From an optimization exercise on the open Yosys and OpenROAD flow, aimed at small area, a short achievable clock period and few clock cycles per item; shortcuts taken in it are not production practice.
Only simulation tests tie the RTL to the original design; equivalence was not proved.

== run A ==
==> flow/design.v (excerpt) <==
module rs_codec (
    input  wire         clk,
    input  wire         rst,         
    input  wire         req_valid,
    output wire         req_ready,
    input  wire         req_write,   
    input  wire [159:0] req_word,    
    output reg          rsp_valid,
    output reg  [159:0] rsp_word,
    output reg  [1:0]   rsp_nerr,
    output reg          rsp_uncorr
);
    assign req_ready = 1'b1;
    reg         v0, wr0;
    reg [159:0] w0;
    always @(posedge clk) begin
        v0  <= req_valid && !rst;
        wr0 <= req_write;
        w0  <= req_word;
    end
    wire [31:0] t, chk, sp, s;
    rs_encoder  u_enc (.x(w0[159:32]), .t(t), .chk(chk));
    rs_syndrome u_syn (.t(t), .x(w0[31:0]), .s(sp));
    genvar j;
    generate
        for (j = 0; j < 4; j = j + 1) begin : tw
            rs_gf_to_tower u_tw (.a(sp[8*j +: 8]), .t(s[8*j +: 8]));
        end
    endgenerate
    reg         v1, rd1;
    reg [159:0] w1;
    reg [31:0]  s1r;
    always @(posedge clk) begin
        v1  <= v0 && !rst;
        rd1 <= !wr0;
        w1  <= {w0[159:32], wr0 ? chk : w0[31:0]};
        s1r <= s;
    end
    wire [7:0] d, n1, n2;
    rs_keyeq u_key (.s(s1r), .d(d), .n1(n1), .n2(n2));
    wire [3:0] n1_den;
    rs_gf_inv_den u_inv_den (.a(n1), .dl(n1_den));
    reg         v2, rd2, nz2, s0nz2, dz2;
    reg [159:0] w2;
    reg [7:0]   d2, n12, n22, s02, s12;
    reg [3:0]   nden2;
    always @(posedge clk) begin
        v2    <= v1 && !rst;
        rd2   <= rd1;
        nz2   <= (s1r != 32'h0);
        s0nz2 <= (s1r[7:0] != 8'h00);
        dz2   <= (d == 8'h00);
        w2    <= w1;
        d2    <= d;
        n12   <= n1;
        n22   <= n2;
        s02   <= s1r[7:0];
        s12   <= s1r[15:8];
        nden2 <= n1_den;
    end
    wire [19:0] hit;
    rs_chien u_chien (.dz(dz2), .d(d2), .n1(n12), .n2(n22), .s0(s02), .s1(s12), .hit(hit));
    wire [7:0] n1_inv, w;
  ...
clock: 18.0 ns
lec_check: 0
cap_margin: 20
core_margin: 2
core_utilization: 60
cts_cluster_diameter: 100
cts_cluster_size: 25
slew_margin: 20
standard.sh (not shown) runs the stock make flow with config.mk's settings and CLKGATE_MAP_FILE= SYNTH_SCRIPT=/design/flow/synth_recipe.tcl, a recipe that flattens the netlist after the stock synthesis.
==> flow/flow/run.sh <==
#!/bin/bash
set -uo pipefail
bash standard.sh SETUP_SLACK_MARGIN=13.3 "BUFFER_PORTS_ARGS=-buffer_cell sky130_fd_sc_hd__buf_1" finish > standard.log 2>&1
Testbench counts of run A, summed over its fixed seeds: cycles 6,440, items 6,400.
The following lists how run B was set up differently from run A:
-- flow/config.mk --
<<< run A, line 8
export CAP_MARGIN = 20
export CORE_MARGIN = 2
export CORE_UTILIZATION = 60
export CTS_CLUSTER_DIAMETER = 100
export CTS_CLUSTER_SIZE = 25
>>> run B, line 8
export CAP_MARGIN = 20
export CORE_MARGIN = 2
export CORE_UTILIZATION = 55
export CTS_CLUSTER_DIAMETER = 100
export CTS_CLUSTER_SIZE = 25
Results
Diff run A -> run B | cell count | increase of 55. Run B against run A: global routing usage summed across all routing layers has decreased, post-layout instance area about even, final period demand of the worst path shows an increase of 0.034 ns, via count normalized by instance count fell 0.080, wire length of the first global-routing pass went up by about 3.6%. The final critical-path setup slack in run B sits 0.034 ns below the value recorded for run A. Of run B and run A, run A shows the higher slew at the pin closest to its max-slew limit, with run B below it.
Changes in run C relative to run B:
==> flow/flow/run.sh <==
#!/bin/bash
# The standard layout (the standard.sh, with the design's SDC), with three changes to how
# the layout is made:
# - synthesis is the standard flow's script unchanged but for ABC's mapping script (flow/synth_wrap.tcl,
#   flow/abc_map.script);
# - the setup repair of floorplan, CTS and global routing is asked to leave 13.3 ns of slack
#   on the 18 ns clock, so that it shortens the paths to about 4.7 ns;
# - every input and output port still gets a buffer, of the small sky130_fd_sc_hd__buf_1
#   (repair resizes it where timing needs) instead of the default clkdlybuf4s50_1.
set -uo pipefail
here=$(pwd)
orig=$(grep -o 'SYNTH_SCRIPT=[^ ]*' standard.sh | head -1 | cut -d= -f2-)
FLOW_ORIG_SYNTH="$orig" FLOW_ABC_SCRIPT="$here/flow/abc_map.script" \
  bash standard.sh "SYNTH_SCRIPT=$here/flow/synth_wrap.tcl" SETUP_SLACK_MARGIN=13.3 \
  "BUFFER_PORTS_ARGS=-buffer_cell sky130_fd_sc_hd__buf_1" finish > standard.log 2>&1
==> flow/flow/abc_map.script (new file) <==
&get -n
&st
&dch -f
&nf -p
&put
buffer -c
topo
stime -c
upsize -c
dnsize -c
==> flow/flow/synth_wrap.tcl (new file) <==
# The standard flow's synthesis script (the one standard.sh names, in FLOW_ORIG_SYNTH), unchanged, except
# that ABC maps the logic with flow/abc_map.script (one choice-based mapping with area recovery,
# then buffering and sizing for the ABC_CLOCK_PERIOD_IN_PS target) in place of ORFS's
# abc_speed.script. Registers are mapped before ABC, as in the standard synthesis.
proc abc {args} {
  set i [lsearch -exact $args -script]
  if {$i >= 0} { lset args [expr {$i + 1}] $::env(FLOW_ABC_SCRIPT) }
  yosys abc {*}$args
}
source $::env(FLOW_ORIG_SYNTH)
-- flow/config.mk --
<<< run B, line 6
export NUM_CORES = 4
export LEC_CHECK = 0
export CAP_MARGIN = 20
export CORE_MARGIN = 2
export CORE_UTILIZATION = 55
export CTS_CLUSTER_DIAMETER = 100
export CTS_CLUSTER_SIZE = 25
>>> run C, line 6
export NUM_CORES = 4
export LEC_CHECK = 0
export ABC_CLOCK_PERIOD_IN_PS = 4500
export CAP_MARGIN = 20
export CORE_MARGIN = 2
export CORE_UTILIZATION = 60
export CTS_CLUSTER_DIAMETER = 100
export CTS_CLUSTER_SIZE = 25
Post-CTS setup-driven buffer insertion count came out exactly the same in run B and run C. Going from run B to run C, layout overhead on the synthesized area shrinks by 0.18 points. STATUS cell area after synthesis: run C wins against run B. Run C ran to completion and came out clean on the timing, design-rule and antenna checks. Width of the die: run C < run B. Against run B, run C comes in 0.057 ns lower on time the final worst path needs with I/O delays and setup. Looking at hold slack, run C sits 0.028 ns lower than run B does. The register fraction of the total cell area in run C sits 0.24 points above the value recorded for run B. The launch point of the worst path comes out rsp_word[0] in one run and rsp_word[141] in the other, namely in run B and run C respectively. On global-route usage, run B and run C are neck and neck. Looking at number of global-route vias before repair, run C sits about 1.6% lower than run B does. [run C vs run B] core utilization of the finished layout: higher in run C.
Modified inputs, run D compared to run C
==> flow/flow/run.sh <==
#!/bin/bash
# The standard layout (the standard.sh, with the design's SDC), with three changes to how
# the layout is made:
# - synthesis is the standard flow's script unchanged but for ABC's mapping script (flow/synth_wrap.tcl,
#   flow/abc_map.script);
# - the setup repair of floorplan, CTS and global routing is asked to leave 13.45 ns of slack
#   on the 18 ns clock, so that it shortens the paths to about 4.55 ns;
# - every input and output port still gets a buffer, of the small sky130_fd_sc_hd__buf_1
#   (repair resizes it where timing needs) instead of the default clkdlybuf4s50_1.
set -uo pipefail
here=$(pwd)
orig=$(grep -o 'SYNTH_SCRIPT=[^ ]*' standard.sh | head -1 | cut -d= -f2-)
FLOW_ORIG_SYNTH="$orig" FLOW_ABC_SCRIPT="$here/flow/abc_map.script" \
  bash standard.sh "SYNTH_SCRIPT=$here/flow/synth_wrap.tcl" SETUP_SLACK_MARGIN=13.45 \
  "BUFFER_PORTS_ARGS=-buffer_cell sky130_fd_sc_hd__buf_1" finish > standard.log 2>&1
==> flow/flow/abc_map.script <==
&get -n
&st
&dch
&nf -R 1000
&put
buffer -c
topo
stime -c
upsize -c
dnsize -c
==> flow/flow/synth_wrap.tcl <==
# The standard flow's synthesis script (the one standard.sh names, in FLOW_ORIG_SYNTH), unchanged, except
# that ABC maps the logic with flow/abc_map.script (one choice-based mapping with extra area-recovery rounds,
# then buffering and sizing for the ABC_CLOCK_PERIOD_IN_PS target) in place of ORFS's
# abc_speed.script. Registers are mapped before ABC, as in the standard synthesis.
proc abc {args} {
  set i [lsearch -exact $args -script]
  if {$i >= 0} { lset args [expr {$i + 1}] $::env(FLOW_ABC_SCRIPT) }
  yosys abc {*}$args
}
source $::env(FLOW_ORIG_SYNTH)
- Run D vs run C — antenna diode instance count rose 2.
- Run D vs. run C: global-route usage picked up an extra 0.17 points; number of buffers added for setup after CTS rose by 18; total placed cells including tap cells barely changed.
- First-pass GRT wire length: run D vs run C, no meaningful difference
- Re fraction of cell area in non-clock buffers: run D is 0.51 points up on run C.
- Comparing run D and run C, period utilization is lower on run D.
- Going from run C to run D, the clock period minus worst slack was found to have gone down by 0.031 ns.
#### Input delta (run E over run D)
==> flow/flow/run.sh <==
#!/bin/bash
# The standard layout (the standard.sh, with the design's SDC), with three changes to how
# the layout is made:
# - synthesis is the standard flow's script unchanged but for ABC's mapping script (flow/synth_wrap.tcl,
#   flow/abc_map.script);
# - the setup repair of floorplan, CTS and global routing is asked to leave 13.3 ns of slack
#   on the 18 ns clock, so that it shortens the paths to about 4.7 ns;
# - every input and output port still gets a buffer, of the small sky130_fd_sc_hd__buf_1
#   (repair resizes it where timing needs) instead of the default clkdlybuf4s50_1.
set -uo pipefail
here=$(pwd)
orig=$(grep -o 'SYNTH_SCRIPT=[^ ]*' standard.sh | head -1 | cut -d= -f2-)
FLOW_ORIG_SYNTH="$orig" FLOW_ABC_SCRIPT="$here/flow/abc_map.script" \
  bash standard.sh "SYNTH_SCRIPT=$here/flow/synth_wrap.tcl" SETUP_SLACK_MARGIN=13.3 \
  "BUFFER_PORTS_ARGS=-buffer_cell sky130_fd_sc_hd__buf_1" finish > standard.log 2>&1
--- outcome ---
Diff run D..run E | count of nets after finishing | negligible
Looking at termination of the worst setup path, the rsp_word[125] result is from run D; the rsp_word[140] one comes from run E.
In terms of number of rows in the core area, run D and run E differ only marginally.
For wire length of the first global-routing pass, run E and run D come out practically identical.

[static timing again, ports no longer ideal]
The flow's constraints put no driver on any port. The routed layouts listed below were extracted and timed again, unchanged, in two steps. Step 1, drivers: a clkbuf_16 drives clk and a buf_2 each remaining input, both assumed. Step 2, shift: input delay + t, output delay - t, t = (earliest + latest rising clock arrival at the registers) / 2. This alone moves slack from input paths to output paths. Slacks: no drivers / after step 1 / after step 2; pairs: no drivers / after step 1.
run | t, ns | setup WS [ns] | hold slack, ns | worst register clock-pin slew, ns | worst data-port slew with drivers (ns)
run A | 0.705 | 13.188 / 13.118 / 13.324 | 0.317 / 0.317 / 0.317 | 0.10 / 0.10 | 0.05
run B | 0.719 | 13.155 / 13.083 / 13.269 | 0.313 / 0.313 / 0.313 | 0.10 / 0.10 | 0.05
run C | 0.690 | 13.212 / 13.143 / 13.303 | 0.285 / 0.285 / 0.285 | 0.11 / 0.11 | 0.07
run D | 0.704 | 13.243 / 13.175 / 13.531 | 0.319 / 0.319 / 0.319 | 0.11 / 0.11 | 0.09
run E | 0.704 | 13.239 / 13.170 / 13.381 | 0.320 / 0.320 / 0.320 | 0.10 / 0.10 | 0.08
After both steps setup and hold are still met in every run listed.
